What follows belongs to an exercise in optimizing a design on an open flow for small area, a short achievable clock period and few clock cycles per item; a production flow would make more cautious choices. At most, simulation tests tie the RTL to the original design; equivalence was not proved.

==> run D <==
// aes_pipe
module aes_pipe (
    input  wire         clk,
    input  wire         rst,         
    input  wire         in_valid,
    output wire         in_ready,
    input  wire         in_key256,   
    input  wire [255:0] in_key,
    input  wire [127:0] in_block,
    output reg          out_valid,
    output reg  [127:0] out_block
);
==> module aes_pipe, before the edit <==
module aes_pipe (
    input  wire         clk,
    input  wire         rst,         
    input  wire         in_valid,
    output wire         in_ready,
    input  wire         in_key256,   
    input  wire [255:0] in_key,
    input  wire [127:0] in_block,
    output reg          out_valid,
    output reg  [127:0] out_block
);
    localparam integer CW = 15;      
    reg [127:0]      s0;             
    reg [127:0]      ka0, kb0;
    reg              v0, w0;         
    reg [3:0]        r0;             
    reg [16*CW-1:0]  m1;
    reg [4*CW-1:0]   km1;
    reg [127:0]      ka1, kb1;
    reg              v1, w1;
    reg [3:0]        r1;
    reg [127:0]      sub2;
    reg [31:0]       t2;             
    reg              rot2;           
    reg [7:0]        rcon2;          
    reg [127:0]      ka2, kb2;
    reg              v2, w2;
    reg [3:0]        r2;
    reg  load;
    wire last1  = w1 ? (r1 == 4'd14) : (r1 == 4'd10);
    wire last2  = w2 ? (r2 == 4'd14) : (r2 == 4'd10);
    wire v0_n   = load ? in_valid : (v2 && !last2);
    wire ok0_n  = load ? !(in_valid && in_key256)
                       : (!v2 || last2 || !w2 || (r2 >= 4'd4));
    wire ok1_n  = !v0 || !w0 || (r0 >= 4'd5);
    wire load_n = (!v1 || last1) && ok0_n && ok1_n;
    assign in_ready = load;
    always @(posedge clk) begin
        if (rst) begin
            v0        <= 1'b0;
            v1        <= 1'b0;
            v2        <= 1'b0;
            out_valid <= 1'b0;
            load      <= 1'b1;
        end else begin
            v0        <= v0_n;
            v1        <= v0;
            v2        <= v1;
            out_valid <= v2 && last2;
            load      <= load_n;
        end
    end
    wire [127:0]     x  = s0 ^ kb0;
    wire [31:0]      kw = ka0[31:0];      
    wire [16*CW-1:0] m_a;
    wire [4*CW-1:0]  km_a;
    genvar gi;
    generate
        for (gi = 0; gi < 16; gi = gi + 1) begin : g_sa
            aes_sbox_a u_sa (.a(x[8*gi +: 8]), .c(m_a[CW*gi +: CW]));
        end
        for (gi = 0; gi < 4; gi = gi + 1) begin : g_ksa
            aes_sbox_a u_sa (.a(kw[8*gi +: 8]), .c(km_a[CW*gi +: CW]));
        end
    endgenerate
    always @(posedge clk) begin
        m1  <= m_a;
        km1 <= km_a;
        ka1 <= ka0;
        kb1 <= kb0;
        w1  <= w0;
        r1  <= r0;
    end
    wire [127:0] sub_b;
    wire [31:0]  t_b;
    generate
        for (gi = 0; gi < 16; gi = gi + 1) begin : g_sb
            aes_sbox_b u_sb (.c(m1[CW*gi +: CW]), .y(sub_b[8*gi +: 8]));
        end
        for (gi = 0; gi < 4; gi = gi + 1) begin : g_ksb
            aes_sbox_b u_sb (.c(km1[CW*gi +: CW]), .y(t_b[8*gi +: 8]));
        end
    endgenerate
    reg [7:0] rcon_b;
    always @(*) begin
        case ({w1, r1})
            5'h01: rcon_b = 8'h01;
            5'h02: rcon_b = 8'h02;
            5'h03: rcon_b = 8'h04;
            5'h04: rcon_b = 8'h08;
            5'h05: rcon_b = 8'h10;
            5'h06: rcon_b = 8'h20;
            5'h07: rcon_b = 8'h40;
            5'h08: rcon_b = 8'h80;
            5'h09: rcon_b = 8'h1b;
            5'h0a: rcon_b = 8'h36;
            5'h11: rcon_b = 8'h01;
            5'h13: rcon_b = 8'h02;
            5'h15: rcon_b = 8'h04;
            5'h17: rcon_b = 8'h08;
            5'h19: rcon_b = 8'h10;
            5'h1b: rcon_b = 8'h20;
            5'h1d: rcon_b = 8'h40;
            default: rcon_b = 8'h00;
        endcase
    end
    always @(posedge clk) begin
        sub2  <= sub_b;
        t2    <= t_b;
        rot2  <= !w1 || r1[0];
        rcon2 <= rcon_b;
        ka2  <= ka1;
        kb2  <= kb1;
        w2   <= w1;
        r2   <= r1;
    end
    wire [127:0] sr;
    generate
        for (gi = 0; gi < 16; gi = gi + 1) begin : g_shift
            localparam integer SRC = (gi % 4) + 4 * (((gi / 4) + (gi % 4)) % 4);
            assign sr[127 - 8*gi -: 8] = sub2[127 - 8*SRC -: 8];
        end
    endgenerate
    wire [127:0] mc;
    generate
        for (gi = 0; gi < 4; gi = gi + 1) begin : g_mc
            aes_mixcol u_mc (.a(sr[32*gi +: 32]), .y(mc[32*gi +: 32]));
        end
    endgenerate
    wire [31:0]  t_w = (rot2 ? {t2[23:0], t2[31:24]} : t2) ^ {rcon2, 24'h0};
    wire [31:0]  p0  = kb2[127:96];
    wire [31:0]  p1  = kb2[127:96] ^ kb2[95:64];
    wire [31:0]  p2  = p1 ^ kb2[63:32];
    wire [31:0]  p3  = p1 ^ (kb2[63:32] ^ kb2[31:0]);
    wire [127:0] nk  = {p0 ^ t_w, p1 ^ t_w, p2 ^ t_w, p3 ^ t_w};
    wire [127:0] rk  = w2 ? ka2 : nk;
    always @(posedge clk) begin
        if (load) begin
            s0  <= in_block;
            ka0 <= {in_key[127:32], in_key256 ? in_key[31:0] : in_key[159:128]};
            kb0 <= in_key[255:128];
            w0  <= in_key256;
            r0  <= 4'd1;
        end else begin
            s0  <= mc;
            ka0 <= nk;
            kb0 <= rk;
            w0  <= w2;
            r0  <= r2 + 4'd1;
        end
        out_block <= sr ^ rk;
    end
endmodule
==> flow/config.mk <==
export PLATFORM = sky130hd
export DESIGN_NAME = aes_pipe
export DESIGN_NICKNAME = aes_pipe
export VERILOG_FILES = /design/flow/design.v
export SDC_FILE = /design/flow/constraint.sdc
export NUM_CORES = 4
export LEC_CHECK = 0
export CAP_MARGIN = 20
export CORE_MARGIN = 2
export CORE_UTILIZATION = 60
export CTS_BUF_LIST = sky130_fd_sc_hd__clkbuf_16
export CTS_CLUSTER_DIAMETER = 60
export CTS_CLUSTER_SIZE = 30
export PLACE_DENSITY = 0.72
export SLEW_MARGIN = 20
export SYNTH_HIERARCHICAL = 1
==> flow/constraint.sdc <==
create_clock -name core_clock -period 8.0 [get_ports {clk}]
set_input_delay 1.6000 -clock core_clock [delete_from_list [all_inputs] [get_ports {clk}]]
set_output_delay 1.6000 -clock core_clock [all_outputs]
set_load 0.01 [all_outputs]
standard.sh (not shown) runs the stock make flow with config.mk's settings and CLKGATE_MAP_FILE= SYNTH_SCRIPT=/design/flow/synth_recipe.tcl, a recipe that flattens the netlist after the stock synthesis.
==> flow/flow/run.sh <==
#!/bin/bash
# The standard layout (the standard.sh: unchanged synthesis and steps),
# with two changes in how the layout is made:
#  - buffer_ports puts a plain buf_2 on every input and output port instead
#    of the delay cell it picks by itself;
#  - timing repair aims 5.3 ns below the clock period (it stops once the
#    paths meet that), so it sizes the design for a shorter achieved period.
# The clock period and constraints are the design's, unchanged.
set -euo pipefail
export BUFFER_PORTS_ARGS="-buffer_cell sky130_fd_sc_hd__buf_2"
export SETUP_SLACK_MARGIN=5.3
bash standard.sh > standard.log 2>&1
==> run X (differences from run D) <==
--- a/flow/design.v
+++ b/flow/design.v
@@ -368,3 +368,3 @@
     reg [4*CW-1:0]   km1;
-    reg [127:0]      ka1, kb1;
+    reg [127:0]      ka1, pk1;       
     reg              v1, w1;
@@ -375,3 +375,3 @@
     reg [7:0]        rcon2;          
-    reg [127:0]      ka2, kb2;
+    reg [127:0]      ka2, pk2;
     reg              v2, w2;
@@ -415,2 +415,7 @@
     endgenerate
+    wire [127:0] pk_a;
+    assign pk_a[127:96] = kb0[127:96];
+    assign pk_a[95:64]  = pk_a[127:96] ^ kb0[95:64];
+    assign pk_a[63:32]  = pk_a[95:64]  ^ kb0[63:32];
+    assign pk_a[31:0]   = pk_a[63:32]  ^ kb0[31:0];
     always @(posedge clk) begin
@@ -419,3 +424,3 @@
         ka1 <= ka0;
-        kb1 <= kb0;
+        pk1 <= pk_a;
         w1  <= w0;
@@ -461,6 +466,6 @@
         rcon2 <= rcon_b;
-        ka2  <= ka1;
-        kb2  <= kb1;
-        w2   <= w1;
-        r2   <= r1;
+        ka2   <= ka1;
+        pk2   <= pk1;
+        w2    <= w1;
+        r2    <= r1;
     end
@@ -480,7 +485,3 @@
     wire [31:0]  t_w = (rot2 ? {t2[23:0], t2[31:24]} : t2) ^ {rcon2, 24'h0};
-    wire [31:0]  p0  = kb2[127:96];
-    wire [31:0]  p1  = kb2[127:96] ^ kb2[95:64];
-    wire [31:0]  p2  = p1 ^ kb2[63:32];
-    wire [31:0]  p3  = p1 ^ (kb2[63:32] ^ kb2[31:0]);
-    wire [127:0] nk  = {p0 ^ t_w, p1 ^ t_w, p2 ^ t_w, p3 ^ t_w};
+    wire [127:0] nk  = pk2 ^ {4{t_w}};
     wire [127:0] rk  = w2 ? ka2 : nk;
==> flow/flow/run.sh (replaced) <==
#!/bin/bash
# The standard layout (the standard.sh: unchanged synthesis and steps),
# with one change in how the layout is made:
#  - buffer_ports puts a plain buf_2 on every input and output port instead
#    of the delay cell it picks by itself;
# The clock period and constraints are the design's, unchanged.
set -euo pipefail
export BUFFER_PORTS_ARGS="-buffer_cell sky130_fd_sc_hd__buf_2"
bash standard.sh > standard.log 2>&1
CORE_UTILIZATION = 55   (was 60)
PLACE_DENSITY = 0.65   (was 0.72)
SETUP_SLACK_MARGIN = 5   (was unset)
==> qor summary <==
| quantity | run X | run D |
|---|---|---|
| Share of synthesized cell area in full adder, half adder and majority cells | 0.1074% | 0.1083% |
| Relative max-transition margin | 27.99% | 20.75% |
| Count of buffering cells on the critical path with inverters included | 0 | 1 |
| Met1 track demand over resource | 40.39% | 42.10% |
| PostCTS Resize Cnt | 20 | 375 |
| Vias in the first global route | 41.48k | 41.69k |
| Post-layout min period | 2.994 ns | 2.876 ns |
| Largest incremental delay on the critical path | 0.46 ns | 0.41 ns |
| Launching element of the worst setup path | m1[221]$_DFF_P_ | load$_SDFF_PP1_ |
| Fraction of synthesized area in multiplexers | 6.219% | 5.716% |
| Final worst clock skew | 0.03988 ns | 0.04212 ns |
| Syn nets | 7016 | 6928 |
| Antenna violations before repair | 16 | 12 |
| Critical Path End Type | flip-flop | output pin |
| Simple-gate area share of the yosys netlist | 5.252% | 5.330% |
| FF+latch area | 30320 µm² | 30530 µm² |
| Count of cells along the worst register-to-register path | 9 | 6 |
| Max frequency | 0.3340 GHz | 0.3477 GHz |
| Result of the run | timing/DRC/antenna clean | timing/DRC/antenna clean |
| Fraction of area in clock buffers and inverters | 6.070% | 5.118% |
| DP Wirelength | 158.7 mm | 150.0 mm |
| Number of placed instances, taps included | 8238 | 8018 |
| Standard-cell rows | 130 | 124 |
Testbench counts of run D, summed over its fixed seeds: cycles 15,907, items 1,280.
For run X, only the layout was checked, not whether the RTL still works.

afterwards: timing with drivers on the ports:
In the flow no input, the clock included, has a driving cell. The finished layouts below were timed again as built, in two steps.
Step 1, drivers: a clkbuf_16 drives clk and a buf_2 each remaining input, both assumed.
Step 2, shift: input delay + t, output delay - t, t = (earliest + latest rising clock arrival at the registers) / 2. This alone moves slack from input paths to output paths.
Slacks: ideal ports / drivers / drivers and shift; pairs: ideal ports / drivers.
| run | t, ns | setup WS [ns] | slew at the worst register clock pin (ns) |
|---|---|---|---|
| run D | 0.822 | 5.124 / 5.039 / 5.044 | 0.10 / 0.10 |
| run X | 0.834 | 5.006 / 4.957 / 5.006 | 0.11 / 0.11 |
After both steps every run listed still meets setup and hold. The setup slack of run D, which loses most, moves by -0.085 ns with the drivers and by -0.080 ns with both steps.
